Context: an optimization exercise on an open-source flow, tuned for small area, a short achievable clock period and few clock cycles. The choices shown serve that exercise and are no tape-out recipe. RTL that was checked went through simulation tests only; none was proved equivalent to the original. No functional check of the RTL was part of run 1.

File: flow/design.v
module ladle_tdiv_step #(
    parameter RT = 2,
    parameter QB = 20
) (
    input  wire [10:0]   vc,
    input  wire [12:0]   vc3,      
    input  wire [10:0]   rem_i,
    input  wire [QB-1:0] sh_i,
    output wire [10:0]   rem_o,
    output wire [QB-1:0] sh_o
);
    wire [10:0]   r [0:RT];
    wire [QB-1:0] s [0:RT];
    assign r[0] = rem_i;
    assign s[0] = sh_i;
    genvar k;
    generate
        for (k = 0; k < RT; k = k + 1) begin : g_st
            wire [12:0] t  = {r[k], s[k][QB-1:QB-2]};
            wire [13:0] d1 = {1'b0, t} - {3'b000, vc};
            wire [13:0] d2 = {1'b0, t} - {2'b00, vc, 1'b0};
            wire [13:0] d3 = {1'b0, t} - {1'b0, vc3};
            wire        g1 = ~d1[13];
            wire        g2 = ~d2[13];
            wire        g3 = ~d3[13];
            assign r[k+1] = g3 ? d3[10:0] : g2 ? d2[10:0] : g1 ? d1[10:0] : t[10:0];
            assign s[k+1] = {s[k][QB-3:0], g2, g3 | (g1 & ~g2)};
        end
    endgenerate
    assign rem_o = r[RT];
    assign sh_o  = s[RT];
endmodule
module ladle_wdiv_step #(
    parameter RW = 2
) (
    input  wire [9:0]  d,
    input  wire [11:0] d3,       
    input  wire [9:0]  rem_i,
    input  wire [19:0] sh_i,
    input  wire [1:0]  m3_i,
    input  wire [19:0] q3_i,
    output wire [9:0]  rem_o,
    output wire [19:0] sh_o,
    output wire [1:0]  m3_o,
    output wire [19:0] q3_o
);
    wire [9:0]  r [0:RW];
    wire [19:0] s [0:RW];
    wire [1:0]  m [0:RW];
    wire [19:0] q [0:RW];
    assign r[0] = rem_i;
    assign s[0] = sh_i;
    assign m[0] = m3_i;
    assign q[0] = q3_i;
    genvar k;
    generate
        for (k = 0; k < RW; k = k + 1) begin : g_st
            wire [11:0] t  = {r[k], s[k][19:18]};
            wire [12:0] e1 = {1'b0, t} - {3'b000, d};
            wire [12:0] e2 = {1'b0, t} - {2'b00, d, 1'b0};
            wire [12:0] e3 = {1'b0, t} - {1'b0, d3};
            wire        g1 = ~e1[12];
            wire        g2 = ~e2[12];
            wire        g3 = ~e3[12];
            wire [1:0]  dg = {g2, g3 | (g1 & ~g2)};
            wire [3:0]  v  = {m[k], dg};
            wire [1:0]  qd = (v >= 4'd9) ? 2'd3 : (v >= 4'd6) ? 2'd2 : (v >= 4'd3) ? 2'd1 : 2'd0;
            assign r[k+1] = g3 ? e3[9:0] : g2 ? e2[9:0] : g1 ? e1[9:0] : t[9:0];
            assign s[k+1] = {s[k][17:0], dg};
            assign m[k+1] = (v >= 4'd9) ? v[1:0] - 2'd1 : (v >= 4'd6) ? v[1:0] - 2'd2 :
                            (v >= 4'd3) ? v[1:0] - 2'd3 : v[1:0];
            assign q[k+1] = {q[k][17:0], qd};
        end
    endgenerate
    assign rem_o = r[RW];
    assign sh_o  = s[RW];
    assign m3_o  = m[RW];
    assign q3_o  = q[RW];
endmodule
module ladle_share (
    input  wire         clk,
    input  wire         rst,           
    input  wire         start,
    output wire         ready,
    output reg          done,
    input  wire [14:0]  bud_grid,      
    input  wire [14:0]  bud_site,
    input  wire [14:0]  bud_curt,
    input  wire [14:0]  bud_t1,
    input  wire [14:0]  bud_t2,
    input  wire [7:0]   aux,           
    input  wire [9:0]   eff,           
    input  wire [7:0]   up_step,       
    input  wire [7:0]   act,           
    input  wire [7:0]   rsv,           
    input  wire [127:0] dem,           
    input  wire [15:0]  prio,          
    input  wire [87:0]  volt,          
    output reg          limited,
    output reg  [127:0] alloc,         
    output reg  [151:0] tgt            
);
    localparam RT  = 2;                        
    localparam TIT = 5;                        
    localparam QB  = 2 * RT * TIT;             
    localparam RW  = 2;                        
    localparam WIT = 10 / RW;                  
    localparam S_IDLE = 3'd0, S_BUD = 3'd1, S_MUL = 3'd2, S_REST = 3'd3,
               S_WDIV = 3'd4, S_WUPD = 3'd5, S_WSUM = 3'd6, S_WLD = 3'd7;
    localparam S_TLD = 3'd0, S_TWAIT = 3'd1;   
    reg  [2:0]  state;
    reg         ph;           
    assign ready = (state == S_IDLE) && !ph;
    reg  [14:0] b_r [0:4];
    reg  [7:0]  aux_r;
    reg  [9:0]  eff_r;
    reg  [7:0]  up_r;
    reg  [7:0]  act_r;
    reg  [3:0]  nres;
    reg  [1:0]  p_r [0:7];
    reg  [10:0] v_r [0:7];
    reg  [12:0] v3_r [0:7];
    wire [3:0] nres_in = ((rsv[0] & ~act[0]) + (rsv[1] & ~act[1])) +
                         ((rsv[2] & ~act[2]) + (rsv[3] & ~act[3])) +
                         ((rsv[4] & ~act[4]) + (rsv[5] & ~act[5])) +
                         ((rsv[6] & ~act[6]) + (rsv[7] & ~act[7]));
    wire [14:0] m01  = (b_r[1] < b_r[0]) ? b_r[1] : b_r[0];
    wire [14:0] m23  = (b_r[3] < b_r[2]) ? b_r[3] : b_r[2];
    wire [14:0] m234 = (b_r[4] < m23) ? b_r[4] : m23;
    wire [14:0] bmin = (m234 < m01) ? m234 : m01;
    wire [14:0] bdif = (bmin > {7'd0, aux_r}) ? bmin - {7'd0, aux_r} : 15'd0;
    reg  [14:0] bd;           
    reg  [24:0] xw;           
    wire [24:0] bprod = bd * eff_r;
    wire [16:0] resw  = {nres, 12'd0} + {nres, 9'd0} + {nres, 8'd0} + {nres, 7'd0} + {nres, 3'd0};
    wire [24:0] rest0 = (xw > {8'd0, resw}) ? xw - {8'd0, resw} : 25'd0;
    wire [26:0] x0    = {2'b00, rest0} + {1'b0, rest0, 1'b0};
    reg  [7:0]  sat;          
    reg  [7:0]  smask;        
    reg  [18:0] ssum_r;
    reg  [18:0] ssum;
    reg  [5:0]  wsum;
    integer i;
    always @* begin
        ssum = 19'd0;
        wsum = 6'd0;
        for (i = 0; i < 8; i = i + 1) begin
            if (smask[i]) ssum = ssum + alloc[i*16 +: 16];
            if (act_r[i] & ~sat[i]) wsum = wsum + {4'd0, p_r[i]} + 6'd1;
        end
    end
    wire [9:0]  d25 = {wsum, 4'd0} + {wsum, 3'd0} + wsum;
    wire [11:0] d75 = {d25, 1'b0} + d25;
    wire [26:0] xnext;
    reg  [26:0] xr;           
    reg  [9:0]  dr;           
    reg  [11:0] dr3;          
    reg  [9:0]  wrem;
    reg  [19:0] wsh;          
    reg  [1:0]  wm3;
    reg  [19:0] wq3;          
    reg  [2:0]  wcnt;
    wire [9:0]  wrem_n;
    wire [19:0] wsh_n, wq3_n;
    wire [1:0]  wm3_n;
    ladle_wdiv_step #(.RW(RW)) u_wdiv (
        .d(dr), .d3(dr3), .rem_i(wrem), .sh_i(wsh), .m3_i(wm3), .q3_i(wq3),
        .rem_o(wrem_n), .sh_o(wsh_n), .m3_o(wm3_n), .q3_o(wq3_n)
    );
    wire [19:0] a1 = {2'd0, wq3[19:2]};       
    wire [19:0] a2 = {1'd0, wq3[19:1]};       
    wire [19:0] a3 = {2'd0, wsh[19:2]};       
    wire [19:0] a4 = wq3;                     
    reg  [19:0] aw [0:7];
    reg  [7:0]  fit;
    always @* begin
        for (i = 0; i < 8; i = i + 1) begin
            case (p_r[i])
                2'd0: aw[i] = a1;
                2'd1: aw[i] = a2;
                2'd2: aw[i] = a3;
                default: aw[i] = a4;
            endcase
            fit[i] = (aw[i][19:16] != 4'd0) || (alloc[i*16 +: 16] <= aw[i][15:0]);
        end
    end
    wire [7:0] open_n = act_r & ~sat;         
    wire [7:0] newsat = open_n & fit;
    reg  [2:0]  tcnt;
    reg         tbusy;
    reg  [7:0]  tmask;
    wire        tload  = (!ph && state == S_BUD) || (ph && state == S_TLD && !tbusy);
    wire [7:0]  tlmask = ph ? open_n : 8'hFF;
    reg  [10:0] trem [0:7];
    reg  [QB-1:0] tsh [0:7];
    wire [10:0] trem_n [0:7];
    wire [QB-1:0] tsh_n [0:7];
    wire [25:0] tnum [0:7];
    genvar g;
    generate
        for (g = 0; g < 8; g = g + 1) begin : g_t
            assign tnum[g] = {alloc[g*16 +: 16], 10'd0} - {alloc[g*16 +: 16], 4'd0} - {alloc[g*16 +: 16], 3'd0};
            ladle_tdiv_step #(.RT(RT), .QB(QB)) u_tdiv (
                .vc(v_r[g]), .vc3(v3_r[g]), .rem_i(trem[g]), .sh_i(tsh[g]),
                .rem_o(trem_n[g]), .sh_o(tsh_n[g])
            );
        end
    endgenerate
    wire tfin = tbusy && (tcnt == TIT[2:0]);
    assign xnext = xr - ({ssum_r, 8'd0} + {ssum_r, 5'd0} + {ssum_r, 3'd0} + {ssum_r, 2'd0});
    reg [19:0] pu;
    reg [10:0] vcl;
    always @(posedge clk) begin
        for (i = 0; i < 8; i = i + 1) begin
            if (tload) begin
                trem[i] <= {5'd0, tnum[i][25:QB]};
                tsh[i]  <= tnum[i][QB-1:0];
            end else begin
                trem[i] <= trem_n[i];
                tsh[i]  <= tsh_n[i];
            end
        end
        wrem <= wrem_n;
        wsh  <= wsh_n;
        wm3  <= wm3_n;
        wq3  <= wq3_n;
        if (rst) begin
            state <= S_IDLE;
            ph    <= 1'b0;
            done  <= 1'b0;
            tgt   <= 152'd0;
            tbusy <= 1'b0;
        end else begin
            done  <= 1'b0;
            if (tload) begin
                tbusy <= 1'b1;
                tcnt  <= 3'd0;
                tmask <= tlmask;
            end else if (tbusy) begin
                tcnt <= tcnt + 3'd1;
                if (tfin) begin
                    tbusy <= 1'b0;
                    for (i = 0; i < 8; i = i + 1)
                        if (tmask[i] && tsh[i][18:0] < tgt[i*19 +: 19])
                            tgt[i*19 +: 19] <= tsh[i][18:0];
                end
            end
            if (!ph) begin
            case (state)
            S_IDLE: if (start) begin
                b_r[0] <= bud_grid;
                b_r[1] <= bud_site;
                b_r[2] <= bud_curt;
                b_r[3] <= bud_t1;
                b_r[4] <= bud_t2;
                aux_r  <= aux;
                eff_r  <= eff;
                up_r   <= up_step;
                act_r  <= act;
                nres   <= nres_in;
                for (i = 0; i < 8; i = i + 1) begin
                    alloc[i*16 +: 16] <= act[i] ? dem[i*16 +: 16] : 16'd0;
                    p_r[i] <= prio[i*2 +: 2];
                    v_r[i] <= volt[i*11 +: 11];
                end
                state <= S_BUD;
            end
            S_BUD: begin
                bd <= bdif;
                for (i = 0; i < 8; i = i + 1) begin
                    vcl = (v_r[i] < 11'd150) ? 11'd150 : v_r[i];
                    v_r[i] <= vcl;
                    v3_r[i] <= {2'b00, vcl} + {1'b0, vcl, 1'b0};
                    pu = {1'b0, tgt[i*19 +: 19]} + {up_r, 6'd0} + {up_r, 5'd0} + {up_r, 2'd0};
                    if (!act_r[i])
                        tgt[i*19 +: 19] <= 19'd0;
                    else if (pu[19])
                        tgt[i*19 +: 19] <= 19'h7FFFF;
                    else
                        tgt[i*19 +: 19] <= pu[18:0];
                end
                sat    <= 8'd0;
                smask  <= act_r;
                state  <= S_MUL;
            end
            S_MUL: begin
                xw     <= bprod;
                ssum_r <= ssum;
                state  <= S_REST;
            end
            S_REST: begin
                xr   <= x0;
                dr   <= d25;
                dr3  <= d75;
                wrem <= {3'd0, x0[26:20]};
                wsh  <= x0[19:0];
                wm3  <= 2'd0;
                wcnt <= 3'd0;
                if ({ssum_r, 6'd0} + {ssum_r, 5'd0} + {ssum_r, 2'd0} <= {1'b0, rest0}) begin
                    limited <= 1'b0;
                    ph      <= 1'b1;
                    state   <= S_TWAIT;
                end else begin
                    limited <= 1'b1;
                    state   <= S_WDIV;
                end
            end
            S_WDIV: begin
                wcnt <= wcnt + 3'd1;
                if (wcnt == WIT[2:0] - 3'd1) state <= S_WUPD;
            end
            S_WUPD: begin
                if (newsat == 8'd0) begin
                    for (i = 0; i < 8; i = i + 1)
                        if (open_n[i]) alloc[i*16 +: 16] <= aw[i][15:0];
                    ph    <= 1'b1;
                    state <= S_TLD;
                end else begin
                    sat   <= sat | newsat;
                    smask <= newsat;
                    state <= S_WSUM;
                end
            end
            S_WSUM: begin
                ssum_r <= ssum;
                dr     <= d25;
                dr3    <= d75;
                state  <= S_WLD;
            end
            S_WLD: begin
                xr   <= xnext;
                wrem <= {3'd0, xnext[26:20]};
                wsh  <= xnext[19:0];
                wm3  <= 2'd0;
                wcnt <= 3'd0;
                state <= S_WDIV;
            end
            endcase
            end else begin
            case (state)
            S_TLD: begin
                if (!tbusy) state <= S_TWAIT;
            end
            S_TWAIT: begin
                if (tfin) begin
                    done  <= 1'b1;
                    ph    <= 1'b0;
                    state <= S_IDLE;
                end
            end
            endcase
            end
        end
    end
endmodule
File: flow/run.sh
#!/bin/bash
# synth_recipe.tcl (not shown) runs the flow's synth.tcl, then flattens the netlist and writes it again
# the make line also repeats each setting of config.mk as NAME=value (left out here)
make -C /OpenROAD-flow-scripts/flow DESIGN_CONFIG=/design/flow/config.mk WORK_HOME=/design/flow/orfs CLKGATE_MAP_FILE= SYNTH_SCRIPT=/design/flow/synth_recipe.tcl finish
File: flow/config.mk
export PLATFORM = sky130hd
export DESIGN_NAME = ladle_share
export DESIGN_NICKNAME = ladle_share
export VERILOG_FILES = /design/flow/design.v
export SDC_FILE = /design/flow/constraint.sdc
export NUM_CORES = 8
export LEC_CHECK = 0
export CAP_MARGIN = 20
export CORE_MARGIN = 2
export CORE_UTILIZATION = 50
export SLEW_MARGIN = 20
File: flow/constraint.sdc
create_clock -name core_clock -period 20.0 [get_ports {clk}]
set_input_delay 4.0000 -clock core_clock [delete_from_list [all_inputs] [get_ports {clk}]]
set_output_delay 4.0000 -clock core_clock [all_outputs]
set_load 0.01 [all_outputs]
==> results of run 1 <==
-- placed cells by master (no fill, tap or decap), types with 151 or more instances in the layout --
cell             synthesis  routed
nor3_1                 185     181
a21oi_1                904     898
nand3_1                268     267
xnor2_1                571     570
a21o_1                 416     416
buf_4                    1     181
nor2b_1                226     226
o21bai_1               154     154
o21a_1                 198     198
ha_1                  1849    1849
fa_1                   436     436
inv_1                 1439    1438
nand2b_1               180     179
mux2i_1                284     284
xor2_1                 262     262
nand2_1               1016    1013
o21ai_0               1025    1023
edfxtp_1               587     587
dfxtp_1                458     458
clkdlybuf4s50_1          0     632
nor2_1                 913     909
a21boi_0               151     151
-- metal layers --
| layer | wire, µm | up-vias |
|---|---|---|
| li1 | - | 50080 |
| met1 | 182000 | 51110 |
| met2 | 194000 | 3893 |
| met3 | 33700 | 830 |
| met4 | 29900 | 12 |
| met5 | 81 | - |
-- area by class of cell --
class,instances,area share
multi-input combinational,10790,0.640
sequential,1045,0.199
timing repair buffer,819,0.0576
inverter,1442,0.0402
tap,3167,0.0294
clock buffer,179,0.0278
clock inverter,71,0.00524
antenna,48,0.000892
-- registers in the layout (all words and copies together), names as in the netlist, 11 cells and up --
name,flops
xr,27
wq3,20
p_r,16
trem,88
tsh,160
ssum_r,19
tgt,152
dr3,11
alloc,128
bd,15
v_r,88
b_r,75
xw,25
v3_r,104
wsh,20
-- synth_stat cells (362+ instances only) --
cell	count	area, µm²
dfxtp_1	458	9170
fa_1	436	8730
o21ai_0	1025	5130
edfxtp_1	587	17600
inv_1	1439	5400
xnor2_1	571	5000
nand2_1	1016	3810
a21oi_1	904	4520
ha_1	1849	23100
clkbuf_1	362	1360
nor2_1	913	3430
a21o_1	416	3120
-- path summary, 6_finish.rpt --
path / from / slack [ns] / endpoint / depth (start not counted)
min reg2reg: wsh[1] / 0.44 / wsh[5] / 2
min: wsh[1] / 0.44 / wsh[5] / 2
max reg2reg: smask[0] / 7.43 / ssum_r[18] / 52
max: smask[0] / 7.43 / ssum_r[18] / 52
-- logic make-up after synthesis --
| logic type | count (synthesis) |
|---|---|
| compound gates | 3819 |
| simple gates | 3315 |
| fa+ha+maj | 2290 |
| buf+inv | 1857 |
| flops | 1045 |
| xor+xnor | 834 |
| mux | 532 |
-- per-stage QoR --
| stage | cells | worst slack [ns] | util | cell area, µm² |
|---|---|---|---|---|
| 2_1_floorplan | 13692 | 9.34 | - | 120000 |
| 4_1_cts | 17512 | 7.69 | 0.565 | 135000 |
| 3_5_place_dp | 17262 | 7.73 | 0.546 | 130000 |
| 5_1_grt | 17550 | 6.64 | 0.566 | 135000 |
| 6_report | 17561 | 7.43 | 0.566 | 135000 |
| 3_3_place_gp | 17260 | 7.74 | 0.546 | 130000 |
-- critical path: cells and delay by family (launching register included) --
family	cells	cell delay [ns]
buffers and inverters	1	0.13
AND/OR/NAND/NOR	12	1.54
AO/OA/AOI/OAI	21	4.99
multiplexers	3	0.78
adder cells (fa/ha/maj)	10	3.34
XOR/XNOR	5	0.75
flip-flops	1	0.77
==> impl_metrics.toml, run 1 <==
[synth]
ys_ff_latch = 1045
synth_mux_area_frac = 0.0577
seq_area_frac_synth = 0.224
synth-compound-area-share = 0.202
synth_top_family_by_area = "adder cells"
yosysWarnings = 17
syn_nets = 16329
synth_edf_count = 587
avgSynthCellArea_um2 = 8.75
syn_area_um2 = 120000
synthSimpleGateAreaFrac = 0.130
ys_async_sr_fraction = 0
syn-instance-count = 13692
synthAdderAreaFrac = 0.267
synth_cell_types = 111
synth-xor-area-share = 0.0611
synth_flop_cell = "edfxtp_1"

[global_routing]
grt_pass1_wl_um = 651000
grt_use_met3 = 0.0623
grt_overflow = 0
grt_pass1_vias = 103406
gr-usage-met2 = 0.554
antenna_found_initial = 44
gr-usage-met1 = 0.453
grt_max_degree = 96
track_usage = 0.353
busiest_layer = "met2"

[die]
initial_core_util = 0.503
io_pins = 635
core_area_um2 = 238000
die_h_um = 493
rows = 179
die_w_um = 493
die_area_um2 = 243000

[timing]
finalClockSkew_ns = 0.0322
fin_setup_tns_ns = 0
setup_viol = 0
period_share = 0.628
max_freq_ghz = 0.0796
worst_slew_pin_slew_ns = 1.26
drv_slew = 0
fin_crit_ns = 12.57
slew_headroom = 0.163
hold_viol_final = 0
grt_setup_unrepaired = "false"
whs_ns = 0.445

[routing]
via_per_inst = 6.03
drtIter0Drc = 9430
dr_total_vias = 105925
first_pass_iters = 9
avgRoutedWirePerCell_um = 25.0
drc = 0
drtAntennaViolNets = 0
totalWireLength_um = 440000

[clock_tree]
cts_made_buffers = 136
clk_pin_slew_ns = 0.06
cts_setup_buffers = 0
cts_tree = "built"
clkSinkCount = 1045
cts-resized-gates = 0
cts_max_level = 4
cts_hold_buf = 0
clock_path_buffers = 3
cts_root_buf = "clkbuf_16"
insertion_delay_ns = 0.81

[critical_path]
critPathMaxStageDelay_ns = 0.77
worstSetupStartpointType = "flip-flop"
slowest_stage = "edfxtp_1"
endpoint_kind = "flip-flop"
crit_fanout = 20
worstSetupPathType = "reg2reg"
cp.required_ns = 20.55
cp.arrival_ns = 13.11

[placed_design]
port_buffers = 634
gp_congestion = 1.02
post-dp-hpwl_um = 356000

[cells_and_area]
regArea_um2 = 26800
drive_gt1_frac = 0.0557
area_growth_pct = 12.5
multiInputGateArea_um2 = 86200
fin_nets = 16871
fillers = 21520

[run]
drv_cap = 0

[status]
status = "complete, no violations"

[worst_hold_path]
min_path_type = "reg2reg"
==> inputs of run 2 (changes only) <==
--- a/flow/design.v
+++ b/flow/design.v
@@ -1,9 +1,8 @@
 module ladle_tdiv_step #(
-    parameter RT = 2,
+    parameter RT = 4,
     parameter QB = 20
 ) (
     input  wire [10:0]   vc,
-    input  wire [12:0]   vc3,      
     input  wire [10:0]   rem_i,
     input  wire [QB-1:0] sh_i,
     output wire [10:0]   rem_o,
@@ -16,25 +15,20 @@
     genvar k;
     generate
         for (k = 0; k < RT; k = k + 1) begin : g_st
-            wire [12:0] t  = {r[k], s[k][QB-1:QB-2]};
-            wire [13:0] d1 = {1'b0, t} - {3'b000, vc};
-            wire [13:0] d2 = {1'b0, t} - {2'b00, vc, 1'b0};
-            wire [13:0] d3 = {1'b0, t} - {1'b0, vc3};
-            wire        g1 = ~d1[13];
-            wire        g2 = ~d2[13];
-            wire        g3 = ~d3[13];
-            assign r[k+1] = g3 ? d3[10:0] : g2 ? d2[10:0] : g1 ? d1[10:0] : t[10:0];
-            assign s[k+1] = {s[k][QB-3:0], g2, g3 | (g1 & ~g2)};
+            wire [11:0] t  = {r[k], s[k][QB-1]};
+            wire [12:0] df = {1'b0, t} - {2'b00, vc};
+            wire        ge = ~df[12];
+            assign r[k+1] = ge ? df[10:0] : t[10:0];
+            assign s[k+1] = {s[k][QB-2:0], ge};
         end
     endgenerate
     assign rem_o = r[RT];
     assign sh_o  = s[RT];
 endmodule
 module ladle_wdiv_step #(
-    parameter RW = 2
+    parameter RW = 4
 ) (
     input  wire [9:0]  d,
-    input  wire [11:0] d3,       
     input  wire [9:0]  rem_i,
     input  wire [19:0] sh_i,
     input  wire [1:0]  m3_i,
@@ -55,21 +49,15 @@
     genvar k;
     generate
         for (k = 0; k < RW; k = k + 1) begin : g_st
-            wire [11:0] t  = {r[k], s[k][19:18]};
-            wire [12:0] e1 = {1'b0, t} - {3'b000, d};
-            wire [12:0] e2 = {1'b0, t} - {2'b00, d, 1'b0};
-            wire [12:0] e3 = {1'b0, t} - {1'b0, d3};
-            wire        g1 = ~e1[12];
-            wire        g2 = ~e2[12];
-            wire        g3 = ~e3[12];
-            wire [1:0]  dg = {g2, g3 | (g1 & ~g2)};
-            wire [3:0]  v  = {m[k], dg};
-            wire [1:0]  qd = (v >= 4'd9) ? 2'd3 : (v >= 4'd6) ? 2'd2 : (v >= 4'd3) ? 2'd1 : 2'd0;
-            assign r[k+1] = g3 ? e3[9:0] : g2 ? e2[9:0] : g1 ? e1[9:0] : t[9:0];
-            assign s[k+1] = {s[k][17:0], dg};
-            assign m[k+1] = (v >= 4'd9) ? v[1:0] - 2'd1 : (v >= 4'd6) ? v[1:0] - 2'd2 :
-                            (v >= 4'd3) ? v[1:0] - 2'd3 : v[1:0];
-            assign q[k+1] = {q[k][17:0], qd};
+            wire [10:0] t  = {r[k], s[k][19]};
+            wire [11:0] df = {1'b0, t} - {2'b00, d};
+            wire        ge = ~df[11];
+            wire [2:0]  m2 = {m[k], ge};            
+            wire        qb = (m2 >= 3'd3);
+            assign r[k+1] = ge ? df[9:0] : t[9:0];
+            assign s[k+1] = {s[k][18:0], ge};
+            assign m[k+1] = qb ? m2[1:0] - 2'd3 : m2[1:0];
+            assign q[k+1] = {q[k][18:0], qb};
         end
     endgenerate
     assign rem_o = r[RW];
@@ -100,11 +88,11 @@
     output reg  [127:0] alloc,         
     output reg  [151:0] tgt            
 );
-    localparam RT  = 2;                        
+    localparam RT  = 4;                        
     localparam TIT = 5;                        
-    localparam QB  = 2 * RT * TIT;             
-    localparam RW  = 2;                        
-    localparam WIT = 10 / RW;                  
+    localparam QB  = RT * TIT;                 
+    localparam RW  = 4;                        
+    localparam WIT = 20 / RW;                  
     localparam S_IDLE = 3'd0, S_BUD = 3'd1, S_MUL = 3'd2, S_REST = 3'd3,
                S_WDIV = 3'd4, S_WUPD = 3'd5, S_WSUM = 3'd6, S_WLD = 3'd7;
     localparam S_TLD = 3'd0, S_TWAIT = 3'd1;   
@@ -119,7 +107,6 @@
     reg  [3:0]  nres;
     reg  [1:0]  p_r [0:7];
     reg  [10:0] v_r [0:7];
-    reg  [12:0] v3_r [0:7];
     wire [3:0] nres_in = ((rsv[0] & ~act[0]) + (rsv[1] & ~act[1])) +
                          ((rsv[2] & ~act[2]) + (rsv[3] & ~act[3])) +
                          ((rsv[4] & ~act[4]) + (rsv[5] & ~act[5])) +
@@ -132,9 +119,9 @@
     reg  [14:0] bd;           
     reg  [24:0] xw;           
     wire [24:0] bprod = bd * eff_r;
-    wire [16:0] resw  = {nres, 12'd0} + {nres, 9'd0} + {nres, 8'd0} + {nres, 7'd0} + {nres, 3'd0};
+    wire [16:0] resw  = nres * 13'd5000;
     wire [24:0] rest0 = (xw > {8'd0, resw}) ? xw - {8'd0, resw} : 25'd0;
-    wire [26:0] x0    = {2'b00, rest0} + {1'b0, rest0, 1'b0};
+    wire [26:0] x0    = rest0 * 2'd3;
     reg  [7:0]  sat;          
     reg  [7:0]  smask;        
     reg  [18:0] ssum_r;
@@ -149,12 +136,10 @@
             if (act_r[i] & ~sat[i]) wsum = wsum + {4'd0, p_r[i]} + 6'd1;
         end
     end
-    wire [9:0]  d25 = {wsum, 4'd0} + {wsum, 3'd0} + wsum;
-    wire [11:0] d75 = {d25, 1'b0} + d25;
+    wire [9:0] d25 = wsum * 5'd25;
     wire [26:0] xnext;
     reg  [26:0] xr;           
     reg  [9:0]  dr;           
-    reg  [11:0] dr3;          
     reg  [9:0]  wrem;
     reg  [19:0] wsh;          
     reg  [1:0]  wm3;
@@ -164,7 +149,7 @@
     wire [19:0] wsh_n, wq3_n;
     wire [1:0]  wm3_n;
     ladle_wdiv_step #(.RW(RW)) u_wdiv (
-        .d(dr), .d3(dr3), .rem_i(wrem), .sh_i(wsh), .m3_i(wm3), .q3_i(wq3),
+        .d(dr), .rem_i(wrem), .sh_i(wsh), .m3_i(wm3), .q3_i(wq3),
         .rem_o(wrem_n), .sh_o(wsh_n), .m3_o(wm3_n), .q3_o(wq3_n)
     );
     wire [19:0] a1 = {2'd0, wq3[19:2]};       
@@ -199,15 +184,15 @@
     genvar g;
     generate
         for (g = 0; g < 8; g = g + 1) begin : g_t
-            assign tnum[g] = {alloc[g*16 +: 16], 10'd0} - {alloc[g*16 +: 16], 4'd0} - {alloc[g*16 +: 16], 3'd0};
+            assign tnum[g] = alloc[g*16 +: 16] * 10'd1000;
             ladle_tdiv_step #(.RT(RT), .QB(QB)) u_tdiv (
-                .vc(v_r[g]), .vc3(v3_r[g]), .rem_i(trem[g]), .sh_i(tsh[g]),
+                .vc(v_r[g]), .rem_i(trem[g]), .sh_i(tsh[g]),
                 .rem_o(trem_n[g]), .sh_o(tsh_n[g])
             );
         end
     endgenerate
     wire tfin = tbusy && (tcnt == TIT[2:0]);
-    assign xnext = xr - ({ssum_r, 8'd0} + {ssum_r, 5'd0} + {ssum_r, 3'd0} + {ssum_r, 2'd0});
+    assign xnext = xr - ssum_r * 9'd300;
     reg [19:0] pu;
     reg [10:0] vcl;
     always @(posedge clk) begin
@@ -270,8 +255,7 @@
                 for (i = 0; i < 8; i = i + 1) begin
                     vcl = (v_r[i] < 11'd150) ? 11'd150 : v_r[i];
                     v_r[i] <= vcl;
-                    v3_r[i] <= {2'b00, vcl} + {1'b0, vcl, 1'b0};
-                    pu = {1'b0, tgt[i*19 +: 19]} + {up_r, 6'd0} + {up_r, 5'd0} + {up_r, 2'd0};
+                    pu = {1'b0, tgt[i*19 +: 19]} + up_r * 7'd100;
                     if (!act_r[i])
                         tgt[i*19 +: 19] <= 19'd0;
                     else if (pu[19])
@@ -291,12 +275,11 @@
             S_REST: begin
                 xr   <= x0;
                 dr   <= d25;
-                dr3  <= d75;
                 wrem <= {3'd0, x0[26:20]};
                 wsh  <= x0[19:0];
                 wm3  <= 2'd0;
                 wcnt <= 3'd0;
-                if ({ssum_r, 6'd0} + {ssum_r, 5'd0} + {ssum_r, 2'd0} <= {1'b0, rest0}) begin
+                if (ssum_r * 7'd100 <= {1'b0, rest0}) begin
                     limited <= 1'b0;
                     ph      <= 1'b1;
                     state   <= S_TWAIT;
@@ -324,7 +307,6 @@
             S_WSUM: begin
                 ssum_r <= ssum;
                 dr     <= d25;
-                dr3    <= d75;
                 state  <= S_WLD;
             end
             S_WLD: begin
--- a/flow/config.mk
+++ b/flow/config.mk
@@ -7,5 +7,5 @@
 export LEC_CHECK = 0
 export CAP_MARGIN = 20
 export CORE_MARGIN = 2
-export CORE_UTILIZATION = 50
+export CORE_UTILIZATION = 25
 export SLEW_MARGIN = 20
==> impl_metrics.toml, run 2 <==
[timing]
worst_slew_pin_slew_ns = 1.14
grt_setup_unrepaired = "false"
hold_viol_final = 0
drv_slew = 0
whs_ns = 0.430
fin_crit_ns = 12.45
fin_setup_tns_ns = 0
slew_headroom = 0.242
setup_slack_ns = 7.55
finalClockSkew_ns = 0.120
period_share = 0.623
max_freq_ghz = 0.0803
setup_viol = 0

[critical_path]
slowest_stage = "a311o_1"
endpoint_kind = "flip-flop"
cp.required_ns = 20.65
crit_fanout = 21
critPathBufInv = 4
path_common_cell = "o21ai_0"
path_delay_family = "compound AO/OA/AOI/OAI gates"
worstSetupPathType = "reg2reg"
critPathMaxStageDelay_ns = 0.80
cp.arrival_ns = 13.10
worstSetupStartpointType = "flip-flop"

[cells_and_area]
drive_gt1_frac = 0.0708
final_common_cell = "ha_1"
mostFrequentLayoutCells = "ha_1 (1744), inv_1 (1403), nand2_1 (940)"
reg_top3 = "tsh x160, tgt x152, alloc x128"
fin_nets = 15691
largest_reg_flops = 160
regMostFlops = "tsh"
area_growth_pct = 16.8

[global_routing]
grt_pass1_wl_um = 606000
antenna_found_initial = 59
grt_pass1_vias = 90745
grt_max_degree = 185
track_usage = 0.180
grt_overflow = 0

[die]
io_pins = 635
core_area_um2 = 442000
rows = 244
initial_core_util = 0.251
die_area_um2 = 450000
die_h_um = 671
die_w_um = 671

[worst_hold_path]
min_path_type = "reg2reg"

[clock_tree]
cts_hold_buf = 0
cts_tree = "built"
clk_pin_slew_ns = 0.06
cts-resized-gates = 0
clkSinkCount = 930
cts_made_buffers = 134
cts_setup_buffers = 0
cts_root_buf = "clkbuf_16"
clock_path_buffers = 4
insertion_delay_ns = 0.90
cts_max_level = 4

[synth]
seq_area_frac_synth = 0.210
synth.top_cell.area_share = 0.196
synth_edf_count = 472
yosysWarnings = 15
synth_cell_types = 108
ys_ff_latch = 930
synth_commonest_cells = "ha_1 (1744), inv_1 (1404), nand2_1 (944)"
ys_async_sr_fraction = 0
yosys.cell_count.top_type = "ha_1"
synth_area_leader_cell = "ha_1"
syn-instance-count = 12344
syn_nets = 15090
synth_flop_cell = "edfxtp_1"
avgSynthCellArea_um2 = 9.00
syn_area_um2 = 111000
synthTopCellsByArea = "ha_1 (20%), edfxtp_1 (13%), fa_1 (12%), dfxtp_1 (8.3%), inv_1 (4.7%)"

[routing]
first_pass_iters = 6
totalWireLength_um = 417000
drtIter0Drc = 6538
dr_total_vias = 92679
drc = 0
avgRoutedWirePerCell_um = 22.0
via_per_inst = 4.88
drtAntennaViolNets = 0

[status]
status = "complete, no violations"

[run]
drv_cap = 0

[placed_design]
port_buffers = 634
dp_slack_ns = 7.81
gp_congestion = 0.958
post-dp-hpwl_um = 342000
==> run 2: cell types whose count changed in the layout (fill, tap and decap cells not counted), sizes merged, moves of 81 or more <==
cell	delta
a21o	-153
a21oi	-190
edfxtp	-115
fa	+214
ha	-105
mux2	+107
nor2	-103
o21ai	-153
o22ai	-87
xnor2	-146
xor2	-81
==> run 2: path summary, 6_finish.rpt <==
kind	to	slack [ns]	cells past startpoint	start
max	wm3[0]	7.55	48	dr[1]
min	wsh[5]	0.43	2	wsh[1]
max reg2reg	wm3[0]	7.55	48	dr[1]
min reg2reg	wsh[5]	0.43	2	wsh[1]
==> run 2: cell type report <==
cell class / count / area, µm²
diodes: 25 / 62.6
clock buffers: 179 / 3880
clock inverters: 57 / 642
fillers: 46647 / 312000
inverters: 1409 / 5290
multi-input cells: 9645 / 81400
flip-flops and latches: 930 / 23300
well taps: 5904 / 7390
repair buffers: 825 / 7820
==> run 2: through the flow <==
step / std cells / util / instance area, µm²
finish: 18974 / 0.294 / 130000
global route: 18966 / 0.294 / 130000
CTS: 18946 / 0.293 / 130000
detailed placement: 18710 / 0.283 / 125000
global placement: 18710 / 0.283 / 125000
floorplan: 12344 / - / 111000
==> run 2: cell families (layout without fill, tap and decap cells) <==
group,Yosys count,after routing,synth area share
adders and majority gates,2400,2400,0.314
AOI/OAI and AO/OA,2907,2907,0.166
xor gates and xnor gates,607,607,0.0480
other,0,25,0
buffers and inverters,1769,2470,0.0601
and+or+nand+nor,3139,3139,0.133
muxes,592,592,0.0687
DFF,930,930,0.210
==> run 2: worst register-to-register path: cells and delay by family, from the launching register on <==
kind,cells,cell delay (ns)
buf+inv,4,0.67
fa+ha+maj,5,1.44
mux,2,0.89
flops,1,0.48
compound gates,28,6.50
simple gates,9,2.36
==> run 2: per-layer routing <==
metal  track usage  vias to the layer above  wire length (µm)
met2         0.299                     2525            191000
met1         0.222                    44647            174000
met4         0.105                       22             28600
li1              -                    44776                 -
met5             0                        -               129
met3        0.0270                      709             23100
Testbench counts of run 2, summed over its fixed seeds: cycles 26,793.

-- static timing again, ports no longer ideal --
No port has a modelled driver above. Below, the same layouts with a new extraction and two added sets of constraints.
Step 1 assumes that a clkbuf_16 drives the clock port and a buf_2 every other input.
Step 2 also shifts input and output timing later by t, the mid clock arrival at the registers, as if the neighbouring blocks saw the same clock.
a / b / c = ideal ports / drivers / drivers and shift; a / b = the first two.
| run | t, ns | setup WS [ns] | worst setup path at the end | worst slew at a driven data input, ns | pins driven straight from the clock port |
|---|---|---|---|---|---|
| run 1 | 0.899 | 7.433 / 7.433 / 7.433 | register to register | 0.20 | 1 |
| run 2 | 0.942 | 7.546 / 7.546 / 7.546 | register to register | 0.19 | 1 |
After both steps every run listed still meets setup and hold.
